From an optimization exercise on the open Yosys and OpenROAD flow, aimed at small area, a short achievable clock period and few clock cycles per item; shortcuts taken in it are not production practice.
RTL that was checked went through simulation tests only; none was proved equivalent to the original.
Power is estimated from default activity; no workload was simulated.

run a:
==> flow/design.v (excerpt) <==
module bfp_compress (
    input  wire        clk,
    input  wire        rst,          
    input  wire        in_valid,
    output wire        in_ready,
    input  wire [1:0]  in_fmt,       
    input  wire [23:0] in_i,
    input  wire [23:0] in_q,
    output wire        out_valid,
    input  wire        out_ready,
    output wire [7:0]  out_data,
    output wire        out_last
);
For scale: ~1800 cells after synthesis, about 490 flip-flops, about 65 I/O pins, ~0.023 mm2 of cells after synthesis.
clock: 12.5 ns
lec_check: 0
cap_margin: 20
core_margin: 2
core_utilization: 60
place_density: 0.7
slew_margin: 20
standard.sh (not shown) runs the stock make flow with config.mk's settings and CLKGATE_MAP_FILE= SYNTH_SCRIPT=/design/flow/synth_recipe.tcl, a recipe that flattens the netlist after the stock synthesis.
==> flow/flow/run.sh <==
#!/bin/bash
# Standard ORFS layout (bash standard.sh) with these changes:
#  - port buffers are buf_1 cells (the timing repair upsizes the ones on
#    critical paths) instead of the resizer's default choice
#  - clock tree without dummy loads, with larger sink clusters
#  - repair_timing aims at a setup slack of 8.93 ns
# make's output goes to make_finish.log; ORFS keeps per-step logs under orfs/logs.
set -euo pipefail
export BUFFER_PORTS_ARGS="-buffer_cell sky130_fd_sc_hd__buf_1"
export CTS_ARGS="-sink_clustering_enable -repair_clock_nets -dont_use_dummy_load -sink_clustering_size 25 -sink_clustering_max_diameter 100 -buf_list {sky130_fd_sc_hd__clkbuf_8 sky130_fd_sc_hd__clkbuf_16}"
export SETUP_SLACK_MARGIN=8.93
bash standard.sh > make_finish.log 2>&1
Input changes introduced in run b (baseline for comparison: run a):
--- a/flow/design.v
+++ b/flow/design.v
@@ -184,22 +184,22 @@
                 icnt <= (icnt == 4'd11) ? 4'd0 : icnt + 4'd1;
             fv    <= fv_next;
         end
     end
     reg        ph;           
     reg [3:0]  scnt;         
+    reg [3:0]  hd;           
     wire g_load;
     assign pop      = g_load & ph;
     assign meta_pop = g_load & ph & (scnt == 4'd11);
     wire   g_first  = ~ph & (scnt == 4'd0);
     wire   g_last   = ph & (scnt == 4'd11);
     wire [31:0] head = fd[0];
     wire [12:0] hv   = ph ? head[17:5] : head[31:19];
     wire        hs   = ph ? head[4]    : head[18];
     wire [15:0] hm   = ph ? head[15:0] : head[31:16];
-    wire [3:0]  hd   = meta_s - head[3:0];    
     reg signed [16:0] vx;
     reg signed [16:0] qx;
     reg               rb, stk, hup;
     always @(*) begin
         vx  = {{4{hv[12]}}, hv};
         qx  = (vx >>> 1) >>> hd;
@@ -207,12 +207,17 @@
         stk = hs | |(vx[15:0] & ~(16'hffff << hd));
         hup = rb & (stk | qx[0]);
     end
     reg         b_first;
     always @(posedge clk) b_first <= (st == ST_A);
     wire        mset      = (st == ST_B) & b_first & r0_last;
+    wire [31:0] head_next = shift[0] ? ((N == 1) ? slot_in : fd[1]) : fd[0];
+    wire [3:0]  ms_next   = mset ? s_cur : meta_s;
+    always @(posedge clk) begin
+        hd <= ms_next - head_next[3:0];
+    end
     always @(posedge clk) begin
         if (rst) begin
             ph     <= 1'b0;
             scnt   <= 4'd0;
             meta_v <= 1'b0;
         end else begin
--- outcome ---
- Setup slack in run b is 45 ps above run a.
- Per the comparison of run b with run a, number of nets in the layout up about 2.2%; routed wirelength normalized by instance count has decreased; path depth of the worst reg2reg path decreased 10; maximum resistive drop on vdd +about 12%; final area was more or less identical.
- [compare] base=run a new=run b: global-route usage fell 0.88 points, combinational power share decreased by 1.1 points relative to the old numbers.
- Going from run a to run b, count of buffering cells on the critical path with inverters included shrinks by 3.
- Global-route wire length before repair in run b is 1.5% higher than in run a
- The first-iteration DRC count in run b was higher than what run a gave.
- In run b, cell count is higher than in run a.
- The higher number of flops mapped to enable cells by yosys of run b and run a is in run a.
- Total placed cells including tap cells in run b vs run a: up 54
Testbench counts of run b, summed over its fixed seeds: cycles 17,443, blocks 480.
Only the layout flow was run in run a; the RTL was not checked for function there.


## v6
The RTL this note starts from:
==> flow/design.v <==
module bfp_compress (
    input  wire        clk,
    input  wire        rst,          
    input  wire        in_valid,
    output wire        in_ready,
    input  wire [1:0]  in_fmt,       
    input  wire [23:0] in_i,
    input  wire [23:0] in_q,
    output wire        out_valid,
    input  wire        out_ready,
    output wire [7:0]  out_data,
    output wire        out_last
);
    localparam integer N = 11;       
    localparam [1:0] ST_IDLE = 2'd0, ST_A = 2'd1, ST_B = 2'd2;
    reg        rdy_r;
    reg [1:0]  st;
    reg [23:0] r0_i, r0_q;
    reg [1:0]  fmt_in;
    reg [3:0]  icnt;
    reg        r0_first, r0_last;
    reg [3:0]  s_cur;
    reg        sat_i, sat_q;
    wire take = in_valid & rdy_r;
    function [15:0] nofit;
        input [23:0] x;
        input [4:0]  b;
        integer s, j;
        reg w, o, a, xb;
        begin
            nofit = 16'd0;
            for (s = 0; s <= 15; s = s + 1) begin
                w = 1'b1; o = 1'b0; a = 1'b1; xb = 1'b0;
                for (j = 0; j <= 22; j = j + 1) begin
                    if (s == 0) begin
                        if (j >= b - 1) begin
                            o = o | x[j];
                            a = a & x[j];
                        end
                    end else begin
                        if (j >= s - 1 && j <= b + s - 2)
                            w = w & x[j];
                        if (j >= b - 1 + s)
                            o = o | x[j];
                        if (j >= b + s)
                            a = a & x[j];
                        if (j == b - 1 + s)
                            xb = x[j];
                    end
                end
                if (b - 1 + s == 23)
                    xb = x[23];
                if (s + b <= 24) begin
                    if (s == 0)
                        nofit[s] = x[23] ? ~a : o;
                    else if (x[23])
                        nofit[s] = ~a | (~xb & ~w);
                    else
                        nofit[s] = o | w;
                end
            end
        end
    endfunction
    wire [15:0] nf_i = (fmt_in == 2'd2) ? nofit(r0_i, 5'd12) : nofit(r0_i, 5'd9);
    wire [15:0] nf_q = (fmt_in == 2'd2) ? nofit(r0_q, 5'd12) : nofit(r0_q, 5'd9);
    wire [3:0]  smax = (fmt_in == 2'd2) ? 4'd12 : 4'd15;
    wire [14:0] base_t;
    genvar gk;
    generate
        for (gk = 1; gk <= 15; gk = gk + 1) begin : g_bt
            assign base_t[gk-1] = ~r0_first & (s_cur >= gk);
        end
    endgenerate
    wire [14:0] lim_t  = (fmt_in == 2'd2) ? 15'h0fff : 15'h7fff;
    wire [14:0] new_t  = (base_t | nf_i[14:0] | nf_q[14:0]) & lim_t;
    wire [3:0]  s_new;
    assign s_new[3] = new_t[7];
    assign s_new[2] = (new_t[3] & ~new_t[7]) | new_t[11];
    assign s_new[1] = (new_t[1] & ~new_t[3]) | (new_t[5] & ~new_t[7]) |
                      (new_t[9] & ~new_t[11]) | new_t[13];
    assign s_new[0] = (new_t[0] & ~new_t[1]) | (new_t[2] & ~new_t[3]) |
                      (new_t[4] & ~new_t[5]) | (new_t[6] & ~new_t[7]) |
                      (new_t[8] & ~new_t[9]) | (new_t[10] & ~new_t[11]) |
                      (new_t[12] & ~new_t[13]) | new_t[14];
    function [13:0] bfp_field;
        input [23:0] x;
        input [3:0]  a;
        input        sat;
        input        b12;
        reg signed [24:0] t;
        reg signed [24:0] v;
        reg               sb;
        integer j;
        begin
            t  = {x, 1'b0};
            v  = t >>> a;
            sb = 1'b0;
            for (j = 0; j <= 22; j = j + 1)
                if (j + 2 <= a)
                    sb = sb | x[j];
            if (sat)
                bfp_field = x[23] ? {(b12 ? 13'h1000 : 13'h1e00), 1'b0}
                                  : {(b12 ? 13'h0ffe : 13'h01fe), 1'b0};
            else if (b12 && (v[13] ^ v[12]))
                bfp_field = {13'h1000, 1'b0};
            else
                bfp_field = {v[12:0], sb};
        end
    endfunction
    function [15:0] fix16;
        input [23:0] x;
        reg up;
        begin
            up = x[7] & ((|x[6:0]) | x[8]);
            if (x[23:8] == 16'h7fff)
                fix16 = 16'h7fff;
            else
                fix16 = x[23:8] + {15'd0, up};
        end
    endfunction
    wire        is_bfp_in = (fmt_in != 2'd0);
    wire [31:0] slot_in = is_bfp_in ?
        {bfp_field(r0_i, s_cur, sat_i, fmt_in[1]),
         bfp_field(r0_q, s_cur, sat_q, fmt_in[1]), s_cur} :
        {fix16(r0_i), fix16(r0_q)};
    reg [31:0]  fd [0:N-1];
    reg [N-1:0] fv;
    reg         meta_v;
    reg [1:0]   meta_fmt;
    reg [3:0]   meta_s;
    wire        pop;
    wire        meta_pop;
    wire        full = &fv;
    wire        tail_acc = ~full | pop;
    wire        wr = (st == ST_B) & tail_acc;
    reg [N-1:0] shift;
    reg [N-1:0] fv_next;
    integer i;
    always @(*) begin
        for (i = 0; i < N; i = i + 1) begin
            shift[i] = pop | ~(&(fv | ~((2 << i) - 1)));
            if (shift[i])
                fv_next[i] = (i == N - 1) ? wr : fv[i+1];
            else
                fv_next[i] = fv[i];
        end
    end
    always @(posedge clk) begin
        for (i = 0; i < N; i = i + 1)
            if (shift[i])
                fd[i] <= (i == N - 1) ? slot_in : fd[i+1];
    end
    wire      r0_free = (st == ST_IDLE) | ((st == ST_B) & wr);
    reg [1:0] st_next;
    always @(*) begin
        if (take)                     st_next = ST_A;
        else if (st == ST_A)          st_next = ST_B;
        else if (st == ST_B && !wr)   st_next = ST_B;
        else                          st_next = ST_IDLE;
    end
    always @(posedge clk) begin
        if (r0_free) begin
            r0_i     <= in_i;
            r0_q     <= in_q;
            r0_first <= (icnt == 4'd0);
            r0_last  <= (icnt == 4'd11);
        end
        if (take && icnt == 4'd0)
            fmt_in <= (in_fmt == 2'd3) ? 2'd0 : in_fmt;
        if (st == ST_A) begin
            s_cur <= s_new;
            sat_i <= nf_i[smax];
            sat_q <= nf_q[smax];
        end
    end
    always @(posedge clk) begin
        if (rst) begin
            st     <= ST_IDLE;
            icnt   <= 4'd0;
            fv     <= {N{1'b0}};
        end else begin
            st    <= st_next;
            if (take)
                icnt <= (icnt == 4'd11) ? 4'd0 : icnt + 4'd1;
            fv    <= fv_next;
        end
    end
    reg        ph;           
    reg [3:0]  scnt;         
    reg [3:0]  hd;           
    wire g_load;
    assign pop      = g_load & ph;
    assign meta_pop = g_load & ph & (scnt == 4'd11);
    wire   g_first  = ~ph & (scnt == 4'd0);
    wire   g_last   = ph & (scnt == 4'd11);
    wire [31:0] head = fd[0];
    wire [12:0] hv   = ph ? head[17:5] : head[31:19];
    wire        hs   = ph ? head[4]    : head[18];
    wire [15:0] hm   = ph ? head[15:0] : head[31:16];
    reg signed [16:0] vx;
    reg signed [16:0] qx;
    reg               rb, stk, hup;
    always @(*) begin
        vx  = {{4{hv[12]}}, hv};
        qx  = (vx >>> 1) >>> hd;
        rb  = vx[hd];
        stk = hs | |(vx[15:0] & ~(16'hffff << hd));
        hup = rb & (stk | qx[0]);
    end
    reg         b_first;
    always @(posedge clk) b_first <= (st == ST_A);
    wire        mset      = (st == ST_B) & b_first & r0_last;
    wire [31:0] head_next = shift[0] ? ((N == 1) ? slot_in : fd[1]) : fd[0];
    wire [3:0]  ms_next   = mset ? s_cur : meta_s;
    always @(posedge clk) begin
        hd <= ms_next - head_next[3:0];
    end
    always @(posedge clk) begin
        if (rst) begin
            ph     <= 1'b0;
            scnt   <= 4'd0;
            meta_v <= 1'b0;
        end else begin
            if (g_load) begin
                ph <= ~ph;
                if (ph)
                    scnt <= (scnt == 4'd11) ? 4'd0 : scnt + 4'd1;
            end
            if (mset)
                meta_v <= 1'b1;
            else if (meta_pop)
                meta_v <= 1'b0;
        end
        if (mset) begin
            meta_fmt <= fmt_in;
            meta_s   <= s_cur;
        end
    end
    reg       ov, ol, sk_l;
    reg [7:0] od, sk_d;
    wire      acc = ~ov | out_ready;
    reg [15:0] gb;
    reg [4:0]  gc;
    reg        gexp;
    reg [3:0]  ge;
    reg        glast;
    reg        sk_v;
    wire       g_bfp    = (meta_fmt != 2'd0);
    wire       exp_now  = g_load & g_first & g_bfp & ~sk_v & ~gc[4] & ~gc[3];
    wire       dir_now  = g_load & ~g_bfp & ~sk_v & ~gc[4] & ~gc[3];
    wire       emit     = ~sk_v & (gexp | gc[4] | gc[3] | exp_now | dir_now);
    wire       emit_buf = emit & ~gexp & ~exp_now & ~dir_now;
    wire [4:0] c_after  = emit_buf ? gc - 5'd8 : gc;
    reg        cl_r;         
    assign g_load = fv[0] & meta_v & cl_r;
    wire [15:0] m = (meta_fmt == 2'd0) ? hm : {4'd0, qx[11:0] + {11'd0, hup}};
    reg  [15:0] gb_ld;
    reg  [4:0]  gb_b;
    always @(*) begin
        case (meta_fmt)
            2'd1:    begin gb_ld = {gb[6:0], m[8:0]};  gb_b = 5'd9;  end
            2'd2:    begin gb_ld = {gb[3:0], m[11:0]}; gb_b = 5'd12; end
            default: begin gb_ld = m;                  gb_b = 5'd16; end
        endcase
    end
    wire [3:0] meta_e = (meta_fmt == 2'd1) ? ~meta_s : 4'd12 - meta_s;
    reg  [8:0] gsel;
    wire [4:0] gc_next = g_load ? (dir_now ? 5'd8 : c_after + gb_b) : c_after;
    reg  [7:0] sel_byte;
    integer sb;
    always @(*) begin
        sel_byte = 8'd0;
        for (sb = 0; sb <= 8; sb = sb + 1)
            sel_byte = sel_byte | ({8{gsel[sb]}} & gb[sb + 7 -: 8]);
    end
    wire [7:0] core_byte = gexp ? {4'd0, ge} : exp_now ? {4'd0, meta_e} :
                           dir_now ? hm[15:8] : sel_byte;
    wire       core_last = ~gexp & ~exp_now & ~dir_now & glast & (gc == 5'd8);
    always @(posedge clk) begin
        for (sb = 0; sb <= 8; sb = sb + 1)
            gsel[sb] <= (gc_next == sb + 8);
        if (g_load) begin
            gb <= gb_ld;
            if (g_first)
                ge <= meta_e;
        end
    end
    wire gexp_next = (g_load & g_first) ? (g_bfp & ~exp_now) : (gexp & ~emit);
    wire sk_v_next = ~acc & (sk_v | emit);
    always @(posedge clk) begin
        if (rst) begin
            gc    <= 5'd0;
            gexp  <= 1'b0;
            glast <= 1'b0;
            cl_r  <= 1'b1;
        end else begin
            gc    <= gc_next;
            gexp  <= gexp_next;
            cl_r  <= (gc_next < 5'd8) | (~gc_next[4] & ~gexp_next & ~sk_v_next);
            if (g_load)
                glast <= g_last;
        end
    end
    always @(posedge clk) begin
        if (rst) begin
            ov   <= 1'b0;
            sk_v <= 1'b0;
        end else if (acc) begin
            ov   <= sk_v | emit;
            sk_v <= 1'b0;
        end else if (emit) begin
            sk_v <= 1'b1;
        end
        if (acc) begin
            od <= sk_v ? sk_d : core_byte;
            ol <= sk_v ? sk_l : core_last;
        end
        if (!acc && emit) begin
            sk_d <= core_byte;
            sk_l <= core_last;
        end
    end
    wire ph_next     = g_load ? ~ph : ph;
    wire mv_next     = mset | (meta_v & ~meta_pop);
    wire cl_next     = (gc_next < 5'd8) | (~gc_next[4] & ~gexp_next & ~sk_v_next);
    wire pop_next    = fv_next[0] & mv_next & cl_next & ph_next;
    always @(posedge clk) begin
        if (rst)
            rdy_r <= 1'b1;
        else
            rdy_r <= (st_next == ST_IDLE) |
                     ((st_next == ST_B) & (~(&fv_next) | pop_next));
    end
    assign in_ready  = rdy_r;
    assign out_valid = ov;
    assign out_data  = od;
    assign out_last  = ol;
endmodule
Settings: LEC_CHECK=0, CAP_MARGIN=20, CORE_MARGIN=2, CORE_UTILIZATION=70, PLACE_DENSITY=0.8, SLEW_MARGIN=20; clock period 12.5 ns.
==> flow/flow/run.sh <==
#!/bin/bash
# Standard ORFS layout (bash standard.sh) with these changes:
#  - port buffers are buf_1 cells (the timing repair upsizes the ones on
#    critical paths) instead of the resizer's default choice
#  - clock tree without dummy loads, with larger sink clusters
#  - repair_timing aims at a setup slack of 9.0 ns
# make's output goes to make_finish.log; ORFS keeps per-step logs under orfs/logs.
set -euo pipefail
export BUFFER_PORTS_ARGS="-buffer_cell sky130_fd_sc_hd__buf_1"
export CTS_ARGS="-sink_clustering_enable -repair_clock_nets -dont_use_dummy_load -sink_clustering_size 25 -sink_clustering_max_diameter 100 -buf_list {sky130_fd_sc_hd__clkbuf_8 sky130_fd_sc_hd__clkbuf_16}"
export SETUP_SLACK_MARGIN=9.0
bash standard.sh > make_finish.log 2>&1
Testbench counts of v6, summed over its fixed seeds: cycles 17,443, blocks 480.
## Diff of input files: v7 against v6
--- a/flow/design.v
+++ b/flow/design.v
@@ -242,7 +242,6 @@
     reg [15:0] gb;
     reg [4:0]  gc;
     reg        gexp;
-    reg [3:0]  ge;
     reg        glast;
     reg        sk_v;
     wire       g_bfp    = (meta_fmt != 2'd0);
@@ -273,7 +272,7 @@
         for (sb = 0; sb <= 8; sb = sb + 1)
             sel_byte = sel_byte | ({8{gsel[sb]}} & gb[sb + 7 -: 8]);
     end
-    wire [7:0] core_byte = gexp ? {4'd0, ge} : exp_now ? {4'd0, meta_e} :
+    wire [7:0] core_byte = (gexp | exp_now) ? {4'd0, meta_e} :
                            dir_now ? hm[15:8] : sel_byte;
     wire       core_last = ~gexp & ~exp_now & ~dir_now & glast & (gc == 5'd8);
     always @(posedge clk) begin
@@ -281,8 +280,6 @@
             gsel[sb] <= (gc_next == sb + 8);
         if (g_load) begin
             gb <= gb_ld;
-            if (g_first)
-                ge <= meta_e;
         end
     end
     wire gexp_next = (g_load & g_first) ? (g_bfp & ~exp_now) : (gexp & ~emit);
Findings:
Diff v6 -> v7: total power now smaller, utilization moved up.
Of v7 and v6, v6 shows the lower detailed-route vias per instance, with v7 above it.
v7 vs v6 — clock network fraction of total power rose 0.4 points.
Against v6 as the reference, v7 delivers a lower total cell area at the placement stage.
Both conditions hold for v7: the flow ran to the end and the final layout passed the timing, design-rule and antenna checks.
When v7 is set beside v6, its area of the multi-input gates turns out to be 130 um^2 smaller.
On v7: floorplan die width is 1.5 um lower than what v6 gave.
Global-route met3 utilization up 2.5 points in v7 wrt v6
Relative to v6, fraction of met2 tracks used by global routing has gone up in v7.
Testbench counts of v7, summed over its fixed seeds: cycles 17,443, blocks 480.

what the ideal ports hide:
The results above use ideal ports. As a check the final layouts listed here were re-extracted and re-timed, cells and wires unchanged. Step 1, drivers: a clkbuf_16 drives clk and a buf_2 each remaining input, both assumed. Step 2 times the ports against the registers' clock, not the clock port: input delays grow and output delays shrink by t, the midpoint of the rising clock arrivals with the driver on. Slacks: no drivers / after step 1 / after step 2; pairs: no drivers / after step 1.
| run | t (ns) | setup WS [ns] | worst setup path at the end | clock arrival spread, ns | worst data-port slew with drivers (ns) |
|---|---|---|---|---|---|
| run a | 0.594 | 8.911 / 8.872 / 8.763 | input to register | 0.064 / 0.065 | 0.04 |
| run b | 0.593 | 8.955 / 8.898 / 8.524 | input to register | 0.088 / 0.087 | 0.05 |
| v6 | 0.605 | 8.915 / 8.861 / 8.632 | input to register | 0.072 / 0.072 | 0.05 |
| v7 | 0.605 | 8.947 / 8.892 / 8.483 | input to register | 0.065 / 0.065 | 0.04 |
After both steps every run listed still meets setup and hold. The setup slack of v7, which loses most, moves by -0.055 ns with the drivers and by -0.464 ns with both steps.
